Background: an optimization exercise with open tools, aiming at small area, a short achievable clock period and few clock cycles per item. Do not read the settings as production practice. No run shown here included a check of the RTL's function; only the layout flow was run.

==> flow/design.v, too long to show whole: its modules and the start of the top module <==
// module sfl_frame_check: 202 lines
module sfl_frame_check (
    input  wire         clk,
    input  wire         rst,             
    input  wire         start,           
    input  wire [383:0] frame,           
    input  wire [31:0]  cid,
    input  wire [1:0]   conn_state,      
    input  wire [15:0]  last_seq,        
    input  wire [15:0]  connect_seq,     
    output wire         ready,
    output reg          done,
    output reg          accept,
    output reg          ok_a,
    output reg          ok_b,
    output reg          hdr_ok,
    output reg          seq_ok,
    output wire         restart,
    output wire [7:0]   lost,
    output wire [3:0]   conn,
    output wire [7:0]   kind,
    output wire [15:0]  seq,
    output wire [15:0]  echo
);
  // ...
==> flow/run.sh <==
#!/bin/bash
# synth_recipe.tcl (not shown) runs the flow's synth.tcl, then flattens the netlist and writes it again
# the make line also repeats each setting of config.mk as NAME=value (left out here)
make -C /OpenROAD-flow-scripts/flow DESIGN_CONFIG=/design/flow/config.mk WORK_HOME=/design/flow/orfs CLKGATE_MAP_FILE= SYNTH_SCRIPT=/design/flow/synth_recipe.tcl finish
==> flow/config.mk <==
export PLATFORM = sky130hd
export DESIGN_NAME = sfl_frame_check
export DESIGN_NICKNAME = sfl_frame_check
export VERILOG_FILES = /design/flow/design.v
export SDC_FILE = /design/flow/constraint.sdc
export NUM_CORES = 4
export LEC_CHECK = 0
export CAP_MARGIN = 20
export CORE_MARGIN = 2
export CORE_UTILIZATION = 40
export SLEW_MARGIN = 20
==> flow/constraint.sdc <==
create_clock -name core_clock -period 10.0 [get_ports {clk}]
set_input_delay 2.0000 -clock core_clock [delete_from_list [all_inputs] [get_ports {clk}]]
set_output_delay 2.0000 -clock core_clock [all_outputs]
set_load 0.01 [all_outputs]
==> flow_metrics.tcl, run 1 <==
set metrics [dict create \
    outcome "no timing/DRC/antenna violations" \
    nets 3441 \
    slowest_stage "dfxtp_1" \
    finalWorstSetupSlack_ns 4.79 \
    r2r_end "accept" \
    nClkBuffers 35 \
    num_vias 21600 \
    worstHoldStart "busy" \
    synthMuxAreaShare_pct 4.19 \
    nNonClkInverters 30 \
    critical_path_class "reg2reg" \
    met3_length_um 12300 \
    path_buf_inv 0 \
    multi_input_area_sq_um 19000 \
    seq_cell_count 217 \
    worst_path_largest_cell_delay_ns 0.81 \
    die_x_um 252 \
    synth.area.top_cells "xnor2_1 36%, dfxtp_1 17%, xor2_1 9.9%" \
    gp_congestion 1.11 \
    seq_share_pct 14.5 \
    ys_ff_latch 217 \
    synth_nets 3008 \
    rows 90 \
    post_cts_resized 0 \
]
==> run 2, diff against run 1 <==
--- a/flow/config.mk
+++ b/flow/config.mk
@@ -10,2 +10,3 @@
 export CORE_UTILIZATION = 40
+export SETUP_SLACK_MARGIN = 5
 export SLEW_MARGIN = 20
==> flow_metrics.tcl, run 2 <==
set metrics [dict create \
    htree_levels 1 \
    hp-class "reg2reg" \
    min_period_over_period_pct 51.3 \
    cts-buffers-inserted 26 \
    synth-compound-area-share_pct 6.50 \
    clk_path_buf_depth 3 \
    period_needed_ns 5.13 \
    tritoncts "done" \
    firstDrtPassIters 10 \
    die-area_sq_um 63400 \
    ys_ff_latch 217 \
    min_to "busy" \
    outcome "no timing/DRC/antenna violations" \
    setup_viol 0 \
    rrSetupSlack_ns 4.87 \
    antenna_left 0 \
    crit_path_end_kind "flop" \
    largest_reg_flops 96 \
    yosys_most_used_dff "dfxtp_1" \
    synth.area.top_cells "xnor2_1 36%, dfxtp_1 17%, xor2_1 9.9%" \
    synth_cell_types 55 \
    synth_edf_count 14 \
    drv_cap 0 \
    drv_slew 0 \
    die_x_um 252 \
    setup-tns-final_ns 0 \
    r2r_end "accept" \
    synth_xor_area_share_pct 59.1 \
    relSlewSlack_pct 14.1 \
    layout_commonest_cell "xnor2_1" \
    diodes 0 \
    post_synth.cell_area_avg_sq_um 9.67 \
    ios 513 \
    final.fill_count 5617 \
    syn2layout_area_growth_pct 26.9 \
    grt_use_total_pct 40.4 \
    finalHoldViolations 0 \
    synth_area_leader_cell "xnor2_1" \
    synth_nets 3008 \
    tightest_slew_ns 1.28 \
    gp_congestion 1.11 \
    holdWs_ns 0.483 \
    grt_max_degree 75 \
    synthAdderAreaFrac_pct 0.948 \
    multi_input_area_sq_um 19000 \
    drive_above_1_share_pct 8.13 \
    antenna_found_initial 2 \
    placement.io_buffers 512 \
    yosys.area_share.simple_pct 6.41 \
    worstHoldStart "busy" \
    synth_warnings 1 \
    die_h_um 252 \
    root_buffer "clkbuf_16" \
    cp-start-kind "flop" \
    num_vias 21700 \
    synthMuxAreaShare_pct 4.19 \
    max_flop_register "chunk" \
    initial_core_util_pct 40.6 \
    final_cell_mix "1003 x xnor2_1, 512 x clkdlybuf4s50_1, 277 x xor2_1" \
    core_area_sq_um 60500 \
    post-dp-hpwl_um 109000 \
    grt_setup_unrepaired "no" \
    syn-cell-area_sq_um 24500 \
    critical_path_class "reg2reg" \
    nets 3441 \
    seqCellArea_sq_um 4500 \
    critical_path_arrival_ns 5.61 \
    rr_worst_depth 11 \
    ys_seq_area_share_pct 18.3 \
    clock.fmax_mhz 195 \
    wl_per_cell_um 34.6 \
    synthTopCellsByCount "1007 x xnor2_1, 278 x xor2_1, 203 x dfxtp_1, 151 x nand2_1, 96 x a222oi_1" \
    drt_iter0_markers 3096 \
    cts.reportedPaths.clkPinSlew_ns 0.06 \
    routed_wl_um 131000 \
    synth_cells 2537 \
    async_flop_share_pct 0 \
    synth.most_common_cell "xnor2_1" \
    first_global_vias 21900 \
    grt_pass1_wl_um 177000 \
    viasPerCell 5.74 \
    clk-insertion-delay-late_ns 0.60 \
    cp.required_ns 10.48 \
    clock-sinks 217 \
    grt_overflow 0 \
    synth_top_family_by_area "XOR/XNOR gates" \
    drc_errors 0 \
    holdPathStages 2 \
    crit_path_max_fanout 7 \
    skew_ns 0.0330 \
    r2r_start "chunk[50]" \
    rows 90 \
    holdBufCountCts 0 \
    synth.top_cell.area_share_pct 35.9 \
]
run 2: cell counts after synthesis:
No cell type changed its count.
run 2: area by class of cell:
cell class / instances / share of cell area [%]
timing repair buffer: 591 / 18.4
multi-input combinational: 2104 / 61.0
clock buffer: 35 / 2.33
inverter: 30 / 0.362
sequential: 217 / 14.5
clock inverter: 12 / 0.350
tap: 782 / 3.14
run 2: per-stage QoR:
step	util (%)	setup WS [ns]	instance area (sq um)	cells
floorplan	-	6.80	24500	2537
global placement	50.0	4.57	30300	3723
detailed placement	50.1	5.07	30300	3724
CTS	51.5	5.04	31100	3771
global route	51.5	5.05	31100	3771
finish	51.5	4.87	31100	3771
run 2: logic make-up (layout without fill, tap and decap cells):
group | count (synthesis) | in the layout
AND/OR/NAND/NOR | 346 | 346
XOR/XNOR | 1442 | 1442
adder cells (fa/ha/maj) | 18 | 18
flip-flops | 217 | 217
AO/OA/AOI/OAI | 209 | 209
buffers and inverters | 216 | 668
multiplexers | 89 | 89
run 2: per-layer routing:
layer | track usage (%) | up-vias | share of wire, %
met5 | 0 | - | 0
met4 | 27.9 | 0 | 8.3
met3 | 9.36 | 413 | 9.5
met2 | 63.1 | 1493 | 44
met1 | 49.4 | 10600 | 38
li1 | - | 9183 | -
run 2: repair_timing:
action | CTS | global route
endpoints found under the setup margin | 0 | 1
buffers inserted | 0 | 0
resized for setup | 0 | 3
run 2: how the worst max path moves through the flow:
stage	from	end	slack (ns)
after floorplan	tail[0]	lost_r[2]	6.80
after global placement	chunk[24]	accept	4.57
after detailed placement	chunk[89]	accept	5.07
after CTS	chunk[89]	accept	5.04
after global routing	chunk[57]	accept	5.05
final	chunk[50]	accept	4.87
run 2: critical path, cell delays in order, from the launching register on:
cell     delay, ns
dfxtp_1       0.52
xnor2_1       0.81
xor2_1        0.36
xnor2_1       0.25
xnor2_1       0.72
xnor3_1       0.55
xnor3_1       0.21
nor4_1        0.39
nand4_1       0.18
nor4_2        0.69
nand2_1       0.18
nor4_2        0.16
==> run 3, diff against run 2 <==
--- a/flow/config.mk
+++ b/flow/config.mk
@@ -7,2 +7,3 @@
 export LEC_CHECK = 0
+export ABC_CLOCK_PERIOD_IN_PS = 3000
 export CAP_MARGIN = 20
==> flow_metrics.tcl, run 3 <==
set metrics [dict create \
    htree_levels 1 \
    wl_per_cell_um 34.6 \
    synth.most_common_cell "xnor2_1" \
    post-dp-hpwl_um 109000 \
    setup_viol 0 \
    holdWs_ns 0.483 \
    antenna_found_initial 2 \
    num_vias 21700 \
    synth_warnings 1 \
    clock.fmax_mhz 195 \
    drv_cap 0 \
    clk-insertion-delay-late_ns 0.60 \
    crit_path_end_kind "flop" \
    clk_path_buf_depth 3 \
    final.fill_count 5617 \
    tritoncts "done" \
    drive_above_1_share_pct 8.13 \
    post_synth.cell_area_avg_sq_um 9.67 \
    crit_chain "xnor2_1 > xor2_1 > xnor2_1 > xnor2_1 > xnor3_1 > xnor3_1 > nor4_1 > nand4_1 > nor4_2 > nand2_1 > nor4_2" \
    worstHoldStart "busy" \
    critical_path_class "reg2reg" \
    skew_ns 0.0330 \
    core_area_sq_um 60500 \
    busiest_layer "met2" \
    viasPerCell 5.74 \
    layout_commonest_cell "xnor2_1" \
    min_period_over_period_pct 51.3 \
    grt_setup_unrepaired "no" \
    synth_cell_types 55 \
    nets 3441 \
    path_buf_inv 0 \
    placement.io_buffers 512 \
    r2r_start "chunk[50]" \
    die-area_sq_um 63400 \
    yosys_most_used_dff "dfxtp_1" \
    syn-cell-area_sq_um 24500 \
    drv_slew 0 \
    use_met3_pct 9.36 \
    die_h_um 252 \
    cts-buffers-inserted 26 \
    async_flop_share_pct 0 \
    root_buffer "clkbuf_16" \
    cp.depth 11 \
    slowest_stage "xnor2_1" \
    max_flop_register "chunk" \
    outcome "no timing/DRC/antenna violations" \
    worst_path_largest_cell_delay_ns 0.81 \
    crit_path_max_fanout 7 \
    cp.required_ns 10.48 \
    final_util_pct 51.5 \
    critical_path_arrival_ns 5.61 \
    crit_top_cell "xnor2_1" \
    first_global_vias 21900 \
    initial_core_util_pct 40.6 \
    use_met2_pct 63.1 \
    rr_worst_depth 11 \
    multi_input_area_sq_um 19000 \
    die_x_um 252 \
    cts.reportedPaths.clkPinSlew_ns 0.06 \
    clock-sinks 217 \
    seqCellArea_sq_um 4500 \
    holdBufCountCts 0 \
    firstDrtPassIters 10 \
    synth_edf_count 14 \
    finalHoldViolations 0 \
    rows 90 \
    relSlewSlack_pct 14.1 \
    ios 513 \
    antenna_left 0 \
    tightest_slew_ns 1.28 \
    grt_use_total_pct 40.4 \
    synthTopCellsByCount "1007 x xnor2_1, 278 x xor2_1, 203 x dfxtp_1, 151 x nand2_1, 96 x a222oi_1" \
    ys_ff_latch 217 \
    routed_wl_um 131000 \
    postCtsSetupRepairBufs 0 \
    cp-start-kind "flop" \
    synth_nets 3008 \
    grt_overflow 0 \
    final_cell_mix "1003 x xnor2_1, 512 x clkdlybuf4s50_1, 277 x xor2_1" \
    synth_cells 2537 \
    gp_congestion 1.11 \
    drc_errors 0 \
    syn2layout_area_growth_pct 26.9 \
    synth.area.top_cells "xnor2_1 36%, dfxtp_1 17%, xor2_1 9.9%" \
    critPathTopFamily "XOR/XNOR gates" \
    period_needed_ns 5.13 \
    cp-startpoint "chunk[50]" \
    setup-tns-final_ns 0 \
    synth.top_cell.area_share_pct 35.9 \
    largest_reg_flops 96 \
    grt_max_degree 75 \
    holdPathStages 2 \
    diodes 0 \
    globalRouteMet1Util_pct 49.4 \
    hp-class "reg2reg" \
    post_cts_resized 0 \
    ys_seq_area_share_pct 18.3 \
    synth_area_leader_cell "xnor2_1" \
    drt_iter0_markers 3096 \
    grt_pass1_wl_um 177000 \
]
==> run 3: area by class of cell <==
type / count / area share (%)
well taps: 782 / 3.14
clock buffers: 35 / 2.33
clock inverters: 12 / 0.350
inverters: 30 / 0.362
repair buffers: 591 / 18.4
flip-flops and latches: 217 / 14.5
multi-input cells: 2104 / 61.0
==> run 3: per-layer routing <==
layer  vias up  part of all wire (%)  wire length (um)
met3       413                   9.5             12400
met4         0                   8.3             10900
met1     10600                    38             49800
met2      1493                    44             57400
li1       9183                     -                 -
met5         -                     0                 0
==> run 3: cell families (layout without fill, tap and decap cells) <==
kind of cell,Yosys count,count (layout),synth area share (%)
compound gates,209,209,6.50
flops,217,217,18.3
xor+xnor,1442,1442,59.1
buf+inv,216,668,4.56
fa+ha+maj,18,18,0.948
simple gates,346,346,6.41
mux,89,89,4.19
==> run 3: worst min-delay path: stages (launching register included) <==
cell      delay (ns)
dfxtp_1         0.31
nand2b_1        0.06
a21oi_1         0.06
==> run 3: path summary, 6_finish.rpt <==
check / to / slack (ns)
setup / recovery: accept / 4.87
hold / removal: busy / 0.48
setup reg to reg: accept / 4.87
hold reg to reg: busy / 0.48
==> run 3: stage by stage <==
stage               cell area, sq um  worst slack (ns)  cells
global route                   31100              5.05   3771
global placement               30300              4.57   3723
CTS                            31100              5.04   3771
detailed placement             30300              5.07   3724
floorplan                      24500              6.80   2537
finish                         31100              4.87   3771
==> run 4, diff against run 3 <==
==> flow/flow/run.sh (new file) <==
#!/bin/bash
set -euo pipefail
MARGIN="${FLOW_SETUP_MARGIN:-7}"
bash standard.sh finish \
  "BUFFER_PORTS_ARGS=-buffer_cell sky130_fd_sc_hd__buf_1" \
  "SETUP_SLACK_MARGIN=${MARGIN}" > flow_make.log 2>&1
==> flow/standard.sh (new file) <==
#!/bin/bash
# synth_recipe.tcl (not shown) runs the flow's synth.tcl, then flattens the netlist and writes it again
# the make line also repeats each setting of config.mk as NAME=value (left out here)
make -C /OpenROAD-flow-scripts/flow DESIGN_CONFIG=/design/flow/config.mk WORK_HOME=/design/flow/orfs CLKGATE_MAP_FILE= SYNTH_SCRIPT=/design/flow/synth_recipe.tcl "${@:-finish}"
--- a/flow/config.mk
+++ b/flow/config.mk
@@ -7,3 +7,2 @@
 export LEC_CHECK = 0
-export ABC_CLOCK_PERIOD_IN_PS = 3000
 export CAP_MARGIN = 20
@@ -11,3 +10,2 @@
 export CORE_UTILIZATION = 40
-export SETUP_SLACK_MARGIN = 5
 export SLEW_MARGIN = 20
removed: flow/run.sh
==> flow_metrics.tcl, run 4 <==
set metrics [dict create \
    dp.cells 3723 \
    synth.area.top_cells "xnor2_1 36%, dfxtp_1 17%, xor2_1 9.9%" \
    final_cell_mix "773 x xnor2_1, 463 x buf_1, 271 x buf_4" \
    hp-class "reg2reg" \
    crit_path_max_fanout 8 \
    die_h_um 252 \
    critical_path_class "reg2reg" \
    cp-start-kind "flop" \
    crit_top_cell "xnor2_1" \
    crit_chain "buf_4 > buf_4 > mux2i_2 > xnor2_1 > xnor2_1 > xnor2_1 > xnor2_1 > xnor2_1 > or4_1 > nor4_2 > nand4_1 > nor4_2" \
    drc_errors 0 \
    clk_path_buf_depth 3 \
    grt_pass1_wl_um 188000 \
    grt_use_total_pct 43.3 \
    skew_ns 0.0450 \
    drv_cap 0 \
    synth_top_family_by_area "XOR/XNOR gates" \
    synthTopCellsByCount "1007 x xnor2_1, 278 x xor2_1, 203 x dfxtp_1, 151 x nand2_1, 96 x a222oi_1" \
    synth_edf_count 14 \
    initial_core_util_pct 40.6 \
    yosys.area_share.simple_pct 6.41 \
    tightest_slew_ns 1.03 \
    crit_path_end "accept" \
    synthAdderAreaFrac_pct 0.948 \
    nets 3745 \
    layout_commonest_cell "xnor2_1" \
    grt_max_degree 70 \
    design_area_sq_um 35700 \
    post_synth.cell_area_avg_sq_um 9.67 \
    tritoncts "done" \
    post-dp-hpwl_um 110000 \
    synth_warnings 1 \
    rrSetupSlack_ns 6.24 \
    slowest_stage "or4_1" \
    placement.io_buffers 512 \
    synth-compound-area-share_pct 6.50 \
    cts.reportedPaths.clkPinSlew_ns 0.07 \
    gp_congestion 1.07 \
    final_cell_count_no_fill 4079 \
    synth_xor_area_share_pct 59.1 \
    die_x_um 252 \
    period_needed_ns 3.76 \
    syn-cell-area_sq_um 24500 \
    cp.required_ns 10.49 \
    max_flop_register "chunk" \
    synth.top_cell.area_share_pct 35.9 \
    grt_setup_unrepaired "yes" \
    num_vias 23300 \
    relSlewSlack_pct 31.6 \
    core_area_sq_um 60500 \
    min_period_over_period_pct 37.6 \
    finalHoldViolations 0 \
    drv_slew 0 \
    placed_area_sq_um 27500 \
    firstDrtPassIters 9 \
    ys_seq_area_share_pct 18.3 \
    grt_overflow 0 \
    cp-startpoint "ph[4]" \
    synth_cell_types 55 \
    root_buffer "clkbuf_16" \
    r2r_end "accept" \
    crit_path_end_kind "flop" \
    yosys_most_used_dff "dfxtp_1" \
    ys_ff_latch 217 \
    critical_path_arrival_ns 4.25 \
    drt_iter0_markers 3464 \
    drive_above_1_share_pct 31.9 \
    setup-tns-final_ns 0 \
    rows 90 \
    outcome "no timing/DRC/antenna violations" \
    async_flop_share_pct 0 \
    synth_nets 3008 \
    viasPerCell 5.72 \
    clock.fmax_mhz 266 \
    rr_worst_depth 12 \
    routed_wl_um 140000 \
    synthMuxAreaShare_pct 4.19 \
    clk-insertion-delay-late_ns 0.62 \
    r2r_start "ph[4]" \
    wl_per_cell_um 34.4 \
    syn2layout_area_growth_pct 45.4 \
    dpl_worst_slack_ns 4.95 \
    die-area_sq_um 63400 \
    ios 513 \
    setup_viol 0 \
    antenna_left 0 \
    finalWorstSetupSlack_ns 6.24 \
    largest_reg_flops 96 \
    cts-buffers-inserted 26 \
    worst_path_largest_cell_delay_ns 0.59 \
    antenna_found_initial 2 \
    synth.most_common_cell "xnor2_1" \
    first_global_vias 23100 \
    clock-sinks 217 \
    synth_area_leader_cell "xnor2_1" \
    synth_cells 2537 \
    htree_levels 1 \
]
[run 4: cell count changes in the layout (fill, tap and decap cells not counted), moves of 97 or more]
| cell | delta |
|---|---|
| dfxtp_1 | -97 |
| clkdlybuf4s50_1 | -512 |
| buf_4 | +193 |
| buf_1 | +463 |
| xnor2_2 | +141 |
| xnor2_1 | -230 |
[run 4: layout make-up]
cell class,instances,area [sq um]
fill,5129,24800
antenna,3,7.51
clock inverter,12,148
inverter,30,113
multi-input combinational,2104,22700
timing repair buffer,895,6270
tap,782,978
sequential,217,4760
clock buffer,36,728
[run 4: worst min-delay path by stage]
| stage | from | endpoint | slack [ns] | cells past startpoint |
|---|---|---|---|---|
| final | chunk[84] | plen_r[4] | 0.52 | 0 |
| after global routing | chunk[84] | plen_r[4] | 0.54 | 0 |
| after CTS | chunk[84] | plen_r[4] | 0.51 | 0 |
| after detailed placement | busy | busy | 0.57 | 2 |
| after global placement | busy | ph[0] | 0.58 | 3 |
| after floorplan | chunk[80] | plen_r[0] | 0.40 | 0 |
[run 4: cells by family after synthesis]
logic type               count (synthesis)
AO/OA/AOI/OAI                          209
XOR/XNOR                              1442
adder cells (fa/ha/maj)                 18
buffers and inverters                  216
flip-flops                             217
multiplexers                            89
AND/OR/NAND/NOR                        346
[run 4: per-stage QoR]
step                utilization [%]  hold slack, ns
floorplan                         -           0.403
global placement               45.3           0.583
detailed placement             45.4           0.565
CTS                            56.7           0.508
global route                   59.0           0.537
finish                         59.0           0.525
[run 4: routing by layer]
layer | track usage (%) | routed length (um)
met1 | 52.7 | 52300
met2 | 66.9 | 61200
met3 | 9.11 | 12900
met4 | 33.8 | 13700
met5 | 0 | 0
[run 4: critical path, delay by kind of cell (launching register included)]
kind | cells | cell delay, ns
simple gates | 4 | 1.22
buf+inv | 2 | 0.36
xor+xnor | 5 | 1.20
flops | 1 | 0.46
mux | 1 | 0.36
[run 4: repair_timing]
action	4_1_cts	5_1_grt
cloned	3	1
buffers inserted	236	65
pin swaps	91	51
resized for setup	690	124
hold buffers	0	0
hold endpoints to repair	0	0
setup endpoints to repair	135	92

-- static timing again, ports no longer ideal --
How much do the figures lean on ideal ports? The routed layouts below were timed once more, with nothing changed but the port constraints.
Step 1 (the two cells are an assumption about what drives the block):
set clk [get_ports {clk}]
set_driving_cell -lib_cell sky130_fd_sc_hd__clkbuf_16 $clk
set_driving_cell -lib_cell sky130_fd_sc_hd__buf_2 [delete_from_list [all_inputs] $clk]
Step 2 adds t to the input delays and takes it off the output delays; t is the mean of the earliest and latest rising clock arrival at the registers after step 1. Input paths then give back, and output paths get back, about the clock's delay inside the block.
Three values: no drivers, after step 1, after step 2; two values: the first two.
| run | shift t [ns] | setup WS [ns] | worst setup path after step 2 | clock arrival spread, ns |
|---|---|---|---|---|
| run 1 | 0.657 | 4.789 / 4.789 / 4.789 | register to register | 0.031 / 0.031 |
| run 2 | 0.656 | 4.875 / 4.875 / 4.875 | register to register | 0.033 / 0.034 |
| run 3 | 0.656 | 4.875 / 4.875 / 4.875 | register to register | 0.033 / 0.034 |
| run 4 | 0.660 | 6.240 / 6.199 / 6.240 | register to register | 0.046 / 0.046 |
After both steps setup and hold are still met in every run listed.
